This is an optimization exercise on Yosys and OpenROAD, whose aim is small area, a short achievable clock period and few clock cycles per item, not a production implementation.
Function was checked by simulation only, so behaviour that the tests miss may differ from the original.

**config.mk**
```make
export PLATFORM = sky130hd
export DESIGN_NAME = mxfp4_dot_lane
export DESIGN_NICKNAME = mxfp4_dot_lane
export VERILOG_FILES = /design/flow/design.v
export SDC_FILE = /design/flow/constraint.sdc
export NUM_CORES = 4
export LEC_CHECK = 0
export CAP_MARGIN = 20
export CORE_MARGIN = 2
export CORE_UTILIZATION = 30
export SLEW_MARGIN = 20
```
**constraint.sdc**
```tcl
create_clock -name core_clock -period 36.0 [get_ports {clk}]
set_input_delay 7.2000 -clock core_clock [delete_from_list [all_inputs] [get_ports {clk}]]
set_output_delay 7.2000 -clock core_clock [all_outputs]
set_load 0.01 [all_outputs]
```
**design.v**
```verilog
module mx_group_sum (
    input  wire [127:0]       w,        
    input  wire [127:0]       a,        
    input  wire [2:0]         gidx,     
    input  wire [1:0]         group,    
    output reg  signed [13:0] g         
);
    function automatic [3:0] e2m1_mag(input [2:0] c);
        case (c)
            3'd0: e2m1_mag = 4'd0;
            3'd1: e2m1_mag = 4'd1;
            3'd2: e2m1_mag = 4'd2;
            3'd3: e2m1_mag = 4'd3;
            3'd4: e2m1_mag = 4'd4;
            3'd5: e2m1_mag = 4'd6;
            3'd6: e2m1_mag = 4'd8;
            default: e2m1_mag = 4'd12;
        endcase
    endfunction
    reg  [4:0]  first;
    reg  [4:0]  size;
    reg  [4:0]  idx;
    reg  [7:0]  pmag;
    integer k;
    always @* begin
        case (group)
            2'd0:    size = 5'd4;
            2'd1:    size = 5'd8;
            default: size = 5'd16;
        endcase
        first = gidx * size;
        g = 14'sd0;
        idx = 5'd0;
        pmag = 8'd0;
        for (k = 0; k < 16; k = k + 1) begin
            if (k[4:0] < size) begin
                idx  = first + k[4:0];
                pmag = e2m1_mag(w[4*idx +: 3]) * e2m1_mag(a[4*idx +: 3]);
                if (w[4*idx + 3] ^ a[4*idx + 3])
                    g = g - $signed({6'd0, pmag});
                else
                    g = g + $signed({6'd0, pmag});
            end
        end
    end
endmodule
module mx_fp_promote (
    input  wire [31:0]        entry,    
    input  wire signed [31:0] n,        
    input  wire signed [9:0]  L,        
    input  wire               nan_in,   
    output reg  [31:0]        result
);
    localparam signed [11:0] ZERO_P = -12'sd1024;
    wire        a_sign = entry[31];
    wire [7:0]  a_expf = entry[30:23];
    wire [22:0] a_frac = entry[22:0];
    wire        a_nan  = (a_expf == 8'hFF) && (a_frac != 0);
    wire        a_inf  = (a_expf == 8'hFF) && (a_frac == 0);
    wire [31:0] a_mag  = (a_expf == 8'd0) ? {9'd0, a_frac} : {8'd0, 1'b1, a_frac};
    wire signed [11:0] a_lsb = (a_expf == 8'd0) ? -12'sd149
                                                : ($signed({4'd0, a_expf}) - 12'sd150);
    wire        b_sign = n[31];
    wire [31:0] b_mag  = n[31] ? (~n + 32'd1) : n;
    wire signed [11:0] b_lsb = {{2{L[9]}}, L};
    reg [5:0] a_lz, b_lz;
    integer i;
    always @* begin
        a_lz = 6'd32;
        for (i = 0; i < 32; i = i + 1)
            if (a_mag[i]) a_lz = 6'd31 - i[5:0];
        b_lz = 6'd32;
        for (i = 0; i < 32; i = i + 1)
            if (b_mag[i]) b_lz = 6'd31 - i[5:0];
    end
    wire [31:0] a_nm = a_mag << a_lz;
    wire [31:0] b_nm = b_mag << b_lz;
    wire signed [11:0] a_p = (a_mag == 0) ? ZERO_P : (a_lsb + 12'sd31 - $signed({6'd0, a_lz}));
    wire signed [11:0] b_p = (b_mag == 0) ? ZERO_P : (b_lsb + 12'sd31 - $signed({6'd0, b_lz}));
    wire a_big = (a_p > b_p) || ((a_p == b_p) && (a_nm >= b_nm));
    wire        x_sign = a_big ? a_sign : b_sign;
    wire        y_sign = a_big ? b_sign : a_sign;
    wire [31:0] x_nm   = a_big ? a_nm   : b_nm;
    wire [31:0] y_nm   = a_big ? b_nm   : a_nm;
    wire signed [11:0] x_p = a_big ? a_p : b_p;
    wire signed [11:0] y_p = a_big ? b_p : a_p;
    wire signed [11:0] dsh = x_p - y_p;           
    wire [6:0]  dcl = (dsh > 12'sd66) ? 7'd66 : dsh[6:0];
    wire [65:0]  x_ext = {x_nm, 34'd0};
    wire [131:0] y_wide = {y_nm, 100'd0} >> dcl;
    wire [65:0]  y_al  = {y_wide[131:67], y_wide[66] | (|y_wide[65:0])};
    wire [66:0] s_sum = (x_sign == y_sign) ? ({1'b0, x_ext} + {1'b0, y_al})
                                           : ({1'b0, x_ext} - {1'b0, y_al});
    reg [6:0] s_lz;
    always @* begin
        s_lz = 7'd67;
        for (i = 0; i < 67; i = i + 1)
            if (s_sum[i]) s_lz = 7'd66 - i[6:0];
    end
    wire [66:0] s_nm = s_sum << s_lz;
    wire signed [11:0] s_p = x_p + 12'sd1 - $signed({5'd0, s_lz});    
    wire signed [11:0] sub_x = -12'sd126 - s_p;
    wire [5:0] extra = (sub_x <= 0) ? 6'd0 : ((sub_x > 12'sd26) ? 6'd26 : sub_x[5:0]);
    wire [68:0] r_wide = {s_nm, 2'b00} >> extra;     
    wire [23:0] mant   = r_wide[68:45];
    wire        rbit   = r_wide[44];
    wire        sticky = |r_wide[43:0];
    wire        rinc   = rbit & (sticky | mant[0]);
    wire [24:0] mant_r = {1'b0, mant} + {24'd0, rinc};
    wire signed [11:0] ebase = (extra != 0) ? 12'sd0 : (s_p + 12'sd126);
    wire [22:0] frac_o = mant_r[24] ? mant_r[23:1] : mant_r[22:0];
    wire signed [13:0] exp_o = mant_r[24] ? ($signed({{2{ebase[11]}}, ebase}) + 14'sd2)
                                          : ($signed({{2{ebase[11]}}, ebase}) + {13'd0, mant_r[23]});
    wire        s_zero = (s_sum == 0);
    wire        ovf    = (exp_o >= 14'sd255);
    always @* begin
        if (nan_in || a_nan)
            result = 32'h7FC0_0000;
        else if (a_inf)
            result = entry;
        else if (s_zero)
            result = 32'h0000_0000;
        else if (ovf)
            result = {x_sign, 8'hFF, 23'd0};
        else
            result = {x_sign, exp_o[7:0], frac_o};
    end
endmodule
module mxfp4_dot_lane (
    input  wire         clk,
    input  wire         rst,         
    input  wire         in_valid,
    output wire         in_ready,
    input  wire         in_first,    
    input  wire         in_last,     
    input  wire [127:0] in_w,        
    input  wire [127:0] in_a,        
    input  wire [7:0]   in_wscale,   
    input  wire [7:0]   in_ascale,   
    input  wire         in_acc,      
    input  wire [31:0]  in_entry,    
    input  wire [2:0]   in_pint,     
    input  wire [1:0]   in_group,    
    output reg          out_valid,
    output reg  [31:0]  out_result
);
    localparam [1:0] S_IDLE = 2'd0, S_GRP = 2'd1, S_EPROM = 2'd2, S_PROM = 2'd3;
    localparam signed [9:0] WIN_B = -10'sd16;    
    reg [1:0]   state;
    reg [127:0] blk_w, blk_a;
    reg [7:0]   blk_ws, blk_as;
    reg         blk_last;
    reg         cfg_acc;
    reg [2:0]   cfg_pint;
    reg [1:0]   cfg_group;
    reg [31:0]        entry;
    reg               first_promo;    
    reg               run_start;      
    reg signed [31:0] n;
    reg signed [9:0]  L;
    reg               nan_st;
    reg [2:0]         gidx;
    reg [4:0]         bcnt;           
    assign in_ready = (state == S_IDLE);
    wire signed [13:0] g;
    mx_group_sum u_gsum (
        .w(blk_w), .a(blk_a), .gidx(gidx), .group(cfg_group), .g(g)
    );
    wire signed [9:0] s = $signed({2'b00, blk_ws}) + $signed({2'b00, blk_as}) - 10'sd254;
    wire              blk_nan = (blk_ws == 8'hFF) || (blk_as == 8'hFF);
    wire signed [10:0] d = $signed({s[9], s}) - 11'sd2 - $signed({L[9], L});
    wire        g_neg = g[13];
    wire [12:0] g_mag = g_neg ? (~g[12:0] + 13'd1) : g[12:0];
    reg  [44:0] c_mag;      
    reg         c_huge;     
    always @* begin
        c_huge = 1'b0;
        c_mag  = 45'd0;
        if (d >= 0) begin
            if (d > 11'sd32)
                c_huge = (g_mag != 0);
            else
                c_mag = {32'd0, g_mag} << d[5:0];
        end else begin
            if (d >= -11'sd13)
                c_mag = {32'd0, g_mag} >> (-d);
        end
        if (c_mag[44:32] != 0)
            c_huge = 1'b1;
    end
    wire signed [34:0] c_val = g_neg ? -$signed({2'b00, c_mag[32:0]}) : $signed({2'b00, c_mag[32:0]});
    wire signed [34:0] n_sum = $signed({{3{n[31]}}, n}) + c_val;
    wire overflow = c_huge || (n_sum > 35'sd2147483647) || (n_sum < -35'sd2147483648);
    wire signed [31:0] n_fresh = $signed({{18{g[13]}}, g}) <<< 14;
    wire signed [9:0]  L_fresh = s + WIN_B;
    wire [31:0] prom_entry = (first_promo && !cfg_acc) ? 32'h0000_0000 : entry;
    wire [31:0] prom_res;
    mx_fp_promote u_prom (
        .entry(prom_entry), .n(n), .L(L), .nan_in(nan_st), .result(prom_res)
    );
    reg [3:0] last_gidx;
    reg [4:0] p_blocks;
    always @* begin
        case (cfg_group)
            2'd0:    last_gidx = 4'd7;
            2'd1:    last_gidx = 4'd3;
            default: last_gidx = 4'd1;
        endcase
        case (cfg_pint)
            3'd0:    p_blocks = 5'd1;
            3'd1:    p_blocks = 5'd2;
            3'd2:    p_blocks = 5'd4;
            3'd3:    p_blocks = 5'd8;
            default: p_blocks = 5'd16;
        endcase
    end
    wire blk_done  = ({1'b0, gidx} == last_gidx);
    wire prom_due  = blk_last || ((bcnt + 5'd1) == p_blocks);
    always @(posedge clk) begin
        if (rst) begin
            state     <= S_IDLE;
            out_valid <= 1'b0;
        end else begin
            out_valid <= 1'b0;
            case (state)
                S_IDLE: begin
                    if (in_valid) begin
                        blk_w    <= in_w;
                        blk_a    <= in_a;
                        blk_ws   <= in_wscale;
                        blk_as   <= in_ascale;
                        blk_last <= in_last;
                        gidx     <= 3'd0;
                        if (in_first) begin
                            cfg_acc     <= in_acc;
                            cfg_pint    <= in_pint;
                            cfg_group   <= in_group;
                            entry       <= in_entry;
                            first_promo <= 1'b1;
                            run_start   <= 1'b1;
                            nan_st      <= 1'b0;
                            bcnt        <= 5'd0;
                        end
                        state <= S_GRP;
                    end
                end
                S_GRP: begin
                    if (blk_nan)
                        nan_st <= 1'b1;
                    if (run_start || !overflow) begin
                        if (run_start) begin
                            n         <= n_fresh;
                            L         <= L_fresh;
                            run_start <= 1'b0;
                        end else begin
                            n <= n_sum[31:0];
                        end
                        if (!blk_done) begin
                            gidx <= gidx + 3'd1;
                        end else if (prom_due) begin
                            state <= S_PROM;
                        end else begin
                            bcnt  <= bcnt + 5'd1;
                            state <= S_IDLE;
                        end
                    end else begin
                        state <= S_EPROM;
                    end
                end
                S_EPROM: begin
                    entry       <= prom_res;
                    first_promo <= 1'b0;
                    n           <= n_fresh;
                    L           <= L_fresh;
                    if (!blk_done) begin
                        gidx  <= gidx + 3'd1;
                        state <= S_GRP;
                    end else if (prom_due) begin
                        state <= S_PROM;
                    end else begin
                        bcnt  <= bcnt + 5'd1;
                        state <= S_IDLE;
                    end
                end
                default: begin  
                    entry       <= prom_res;
                    first_promo <= 1'b0;
                    run_start   <= 1'b1;
                    bcnt        <= 5'd0;
                    if (blk_last) begin
                        out_valid  <= 1'b1;
                        out_result <= prom_res;
                    end
                    state <= S_IDLE;
                end
            endcase
        end
    end
endmodule
```
**run.sh**
```bash
#!/bin/bash
# synth_recipe.tcl (not shown) runs the flow's synth.tcl, then flattens the netlist and writes it again
# the make line also repeats each setting of config.mk as NAME=value (left out here)
make -C /OpenROAD-flow-scripts/flow DESIGN_CONFIG=/design/flow/config.mk WORK_HOME=/design/flow/orfs CLKGATE_MAP_FILE= SYNTH_SCRIPT=/design/flow/synth_recipe.tcl finish
```
==> run_results.csv <==
group,metric,value,unit
cts,cts_made_buffers,47,
floorplan,floorplan.initialDensity,0.302,
floorplan,chip_height,509,µm
setup_path,endpoint_of_the_worst_slack_reg_to_reg_timing_path,"entry[5]",
setup_path,crit-reg2reg-launch,"n[0]",
route,via_count,81700,
global_route,grt_pass1_wl,489,mm
cts,h-tree-depth,2,
place,place.port_buffers,348,
logic_synthesis,most_area_hungry_cell_type_in_the_yosys_netlist,"sky130_fd_sc_hd__edfxtp_1",
place,gp_congestion,1.06,
worst_hold_path,hold_path_class,"flop to flop",
timing,setup_viol,0,
route,antenna_violating_nets_post_route,0,
floorplan,placement_rows,185,
setup_path,critPathLaunchType,"flop",
setup_path,critical_path.most_common_cell,"sky130_fd_sc_hd__ha_1",
logic_synthesis,proportion_of_synthesized_chip_area_in_sequential_cells,0.156,
layout,layout.cells.non_filler,13600,
setup_path,timing.critical_path.arrival,32.83,ns
worst_hold_path,hold_end,"state[1]",
route,drt_iter0_drc,10300,
floorplan,pin_count,349,
floorplan,floorplan.die.width,509,µm
timing,finalWorstPathRequiredPeriod,32.44,ns
timing,finalHoldViolations,0,
timing,worst_slew_margin_rel,0.172,
logic_synthesis,syn-cell-area,0.0766,mm²
logic_synthesis,fraction_of_synthesis_flops_using_an_asynchronous_set_or_reset_pin,0,
timing,timing.final.crit_share,0.901,
layout,areaGrowthSynthToFinish,11.3,%
timing,max_clock_freq,30.8,MHz
logic_synthesis,synthCells,10100,
global_route,initial_antenna_violation_count,15,
cts,clk-insertion-delay-late,0.69,ns
layout,post_route_cells_drive_above_1_share,0.0727,
logic_synthesis,avgSynthCellArea,7.57,µm²
global_route,grt_pass1_vias,75400,
logic_synthesis,synthesis.yosys.warnings,3,
logic_synthesis,dominantRegCellSynth,"sky130_fd_sc_hd__edfxtp_1",
layout,final_net_count,11200,
setup_path,cp.required,36.39,ns
floorplan,core-area,0.254,mm²
cts,cts-hold-fix-buffers,0,
setup_path,crit_slowest_cell,"sky130_fd_sc_hd__nor4bb_1",
cts,cts_post_setup_buffers_inserted,0,
cts,ctsRootBufferMaster,"sky130_fd_sc_hd__clkbuf_16",
flow_run,maxCapViolCount,0,
route,post-route-drc-count,0,
worst_hold_path,holdPathStages,2,
cts,clkTransAtPathRegs,0.06,ns
logic_synthesis,synth-seq-cells,399,
logic_synthesis,synth_area_leaders,"sky130_fd_sc_hd__edfxtp_1, sky130_fd_sc_hd__ha_1, sky130_fd_sc_hd__a21oi_1",
timing,fin_worst_skew,0.0647,ns
setup_path,critPathLaunch,"n[0]",
timing,grt_setup_unrepaired,"false",
global_route,gr-usage-all-layers,0.242,
place,place.detailed.hpwl,264,mm
logic_synthesis,yosys.area.top_type_share,0.155,
global_route,grt_start_max_net_pins,177,
cts,post_cts_resize_count,0,
cts,tritoncts,"yes",
route,routed_wire_length_per_instance,24.2,µm
setup_path,reg2reg_slack,3.56,ns
setup_path,crit_path_max_fanout,40,
route,viasPerCell,6.01,
layout,n_fill_cell,27000,
route,drt_wl_total,329,mm
cts,clk_path_buf_depth,3,
route,drtPass1Iterations,7,
cts,cts_sinks,399,
logic_synthesis,synth_edf_count,396,
worst_hold_path,min-delay-start,"state[1]",
setup_path,worst_setup_path_end_kind,"flop",
logic_synthesis,yosys.cell_types.count,146,
setup_path,criticalPathCategory,"flop to flop",
timing,timing.final.max_slew_violations,0,
floorplan,floorplan.die_area,0.259,mm²
setup_path,slowest_delay,0.89,ns
timing,worst-slew-pin-transition,1.24,ns
global_route,gr-total-overflow,0,
timing,setup_total_negative_slack,0,ns
setup_path,reg2regPathDepth,94,
run_status,status,"no timing/DRC/antenna violations",
place,post-place-cells,13500,
[state kept, by name, indices dropped and copies added (netlist names)]
signal and flops:
cfg_group 2, bcnt 5, cfg_pint 3, n 32
nan_st 1, blk_a 128, entry 32, first_promo 1
state 2, gidx 3, blk_w 128, blk_as 8
blk_last 1, out_result 32, out_valid 1, run_start 1
L 10, cfg_acc 1, blk_ws 8
[area by class of cell]
| class | instances | area (µm²) | share of cell area |
|---|---|---|---|
| diodes | 17 | 42.5 | 0.000499 |
| clock buffers | 53 | 1200 | 0.0141 |
| clock inverters | 34 | 390 | 0.00458 |
| inverters | 597 | 2250 | 0.0263 |
| multi-input cells | 8593 | 60400 | 0.708 |
| flip-flops and latches | 399 | 12000 | 0.140 |
| well taps | 3366 | 4210 | 0.0494 |
| repair buffers | 531 | 4890 | 0.0573 |
[how the worst max path moves through the flow]
| stage | endpoint | depth (start not counted) | slack (ns) |
|---|---|---|---|
| 6_report | entry[5] | 94 | 3.56 |
| 5_1_grt | entry[7] | 107 | 1.41 |
| 4_1_cts | entry[5] | 107 | 4.24 |
| 3_5_place_dp | entry[5] | 107 | 4.39 |
| 3_3_place_gp | entry[11] | 107 | 4.85 |
| 2_1_floorplan | cfg_acc | 3 | 6.85 |
[kinds of logic (layout without fill, tap and decap cells)]
logic type | after synthesis | count (layout) | share of synthesized area
muxes | 475 | 475 | 0.0789
DFF | 399 | 399 | 0.156
and+or+nand+nor | 3501 | 3501 | 0.218
xor gates and xnor gates | 638 | 638 | 0.0740
buffers and inverters | 1131 | 1215 | 0.0600
other | 2 | 28 | 0.0000980
AOI/OAI and AO/OA | 3239 | 3239 | 0.285
adders and majority gates | 729 | 729 | 0.128
[metrics by stage]
step	setup slack [ns]	utilization	cell area (µm²)	hold WS, ns
after floorplan	6.85	-	76600	0.469
after global placement	4.85	0.329	83600	0.490
after detailed placement	4.39	0.329	83600	0.492
after CTS	4.24	0.336	85200	0.507
after global routing	1.41	0.336	85300	0.556
final	3.56	0.336	85300	0.512
[metal layers]
| metal | track usage | routed length [µm] | up-vias |
|---|---|---|---|
| met5 | 0 | 66 | - |
| met4 | 0.123 | 19800 | 10 |
| met3 | 0.0367 | 28900 | 857 |
| met2 | 0.369 | 140000 | 4428 |
| met1 | 0.331 | 141000 | 38600 |
| li1 | - | - | 37800 |
[cell usage after synthesis (94+ instances only)]
master	number
sky130_fd_sc_hd__o21bai_1	109
sky130_fd_sc_hd__nand3_1	305
sky130_fd_sc_hd__clkbuf_1	363
sky130_fd_sc_hd__nand2_1	948
sky130_fd_sc_hd__ha_1	642
sky130_fd_sc_hd__xnor2_1	403
sky130_fd_sc_hd__and2_1	105
sky130_fd_sc_hd__nor3_1	303
sky130_fd_sc_hd__a21o_1	222
sky130_fd_sc_hd__mux2i_1	302
sky130_fd_sc_hd__a211oi_1	136
sky130_fd_sc_hd__mux4_2	94
sky130_fd_sc_hd__o211ai_1	119
sky130_fd_sc_hd__nand2b_1	100
sky130_fd_sc_hd__inv_1	583
sky130_fd_sc_hd__nor2_1	1007
sky130_fd_sc_hd__o21ai_0	623
sky130_fd_sc_hd__a21oi_1	773
sky130_fd_sc_hd__xor2_1	226
sky130_fd_sc_hd__o31ai_1	120
sky130_fd_sc_hd__edfxtp_1	396
sky130_fd_sc_hd__nor4_1	104
sky130_fd_sc_hd__or2_2	130
sky130_fd_sc_hd__a31oi_1	127
[critical path, delay by kind of cell (launching register included)]
family | cells | cell delay [ns]
buffers and inverters | 10 | 2.64
DFF | 1 | 0.58
adders and majority gates | 8 | 2.63
AOI/OAI and AO/OA | 34 | 10.84
xor gates and xnor gates | 6 | 1.19
and+or+nand+nor | 36 | 14.10
[cell usage in the layout (no fill, tap or decap), types with 101 or more instances in the layout]
master	instances
sky130_fd_sc_hd__a211oi_1	135
sky130_fd_sc_hd__a21o_1	222
sky130_fd_sc_hd__a21oi_1	770
sky130_fd_sc_hd__a31oi_1	127
sky130_fd_sc_hd__and2_1	105
sky130_fd_sc_hd__buf_4	176
sky130_fd_sc_hd__clkdlybuf4s50_1	348
sky130_fd_sc_hd__edfxtp_1	396
sky130_fd_sc_hd__ha_1	639
sky130_fd_sc_hd__inv_1	583
sky130_fd_sc_hd__mux2i_1	302
sky130_fd_sc_hd__nand2_1	946
sky130_fd_sc_hd__nand3_1	304
sky130_fd_sc_hd__nor2_1	1002
sky130_fd_sc_hd__nor3_1	301
sky130_fd_sc_hd__nor4_1	101
sky130_fd_sc_hd__o211ai_1	119
sky130_fd_sc_hd__o21ai_0	623
sky130_fd_sc_hd__o21bai_1	109
sky130_fd_sc_hd__o31ai_1	120
sky130_fd_sc_hd__or2_2	130
sky130_fd_sc_hd__xnor2_1	396
sky130_fd_sc_hd__xor2_1	224
Testbench counts, summed over its fixed seeds: cycles 104,209, items 1,280.

[what the ideal ports hide]
In the flow no input, the clock included, has a driving cell. The finished layout below was timed again as built, in two steps. Step 1 (the two cells are an assumption about what drives the block):
set clk [get_ports {clk}]
set_driving_cell -lib_cell sky130_fd_sc_hd__clkbuf_16 $clk
set_driving_cell -lib_cell sky130_fd_sc_hd__buf_2 [delete_from_list [all_inputs] $clk]
Step 2 also shifts input and output timing later by t, the mid clock arrival at the registers, as if the neighbouring blocks saw the same clock. Three values: ideal, step 1, step 2; two values: the first two.
t, ns: 0.744
slack for setup (ns): 3.560 / 3.560 / 3.560
worst register clock-pin slew, ns: 0.07 / 0.07
After both steps this run still meets setup and hold. For this run, drivers alone change the setup slack by 0.000 ns; drivers and shift together by 0.000 ns.
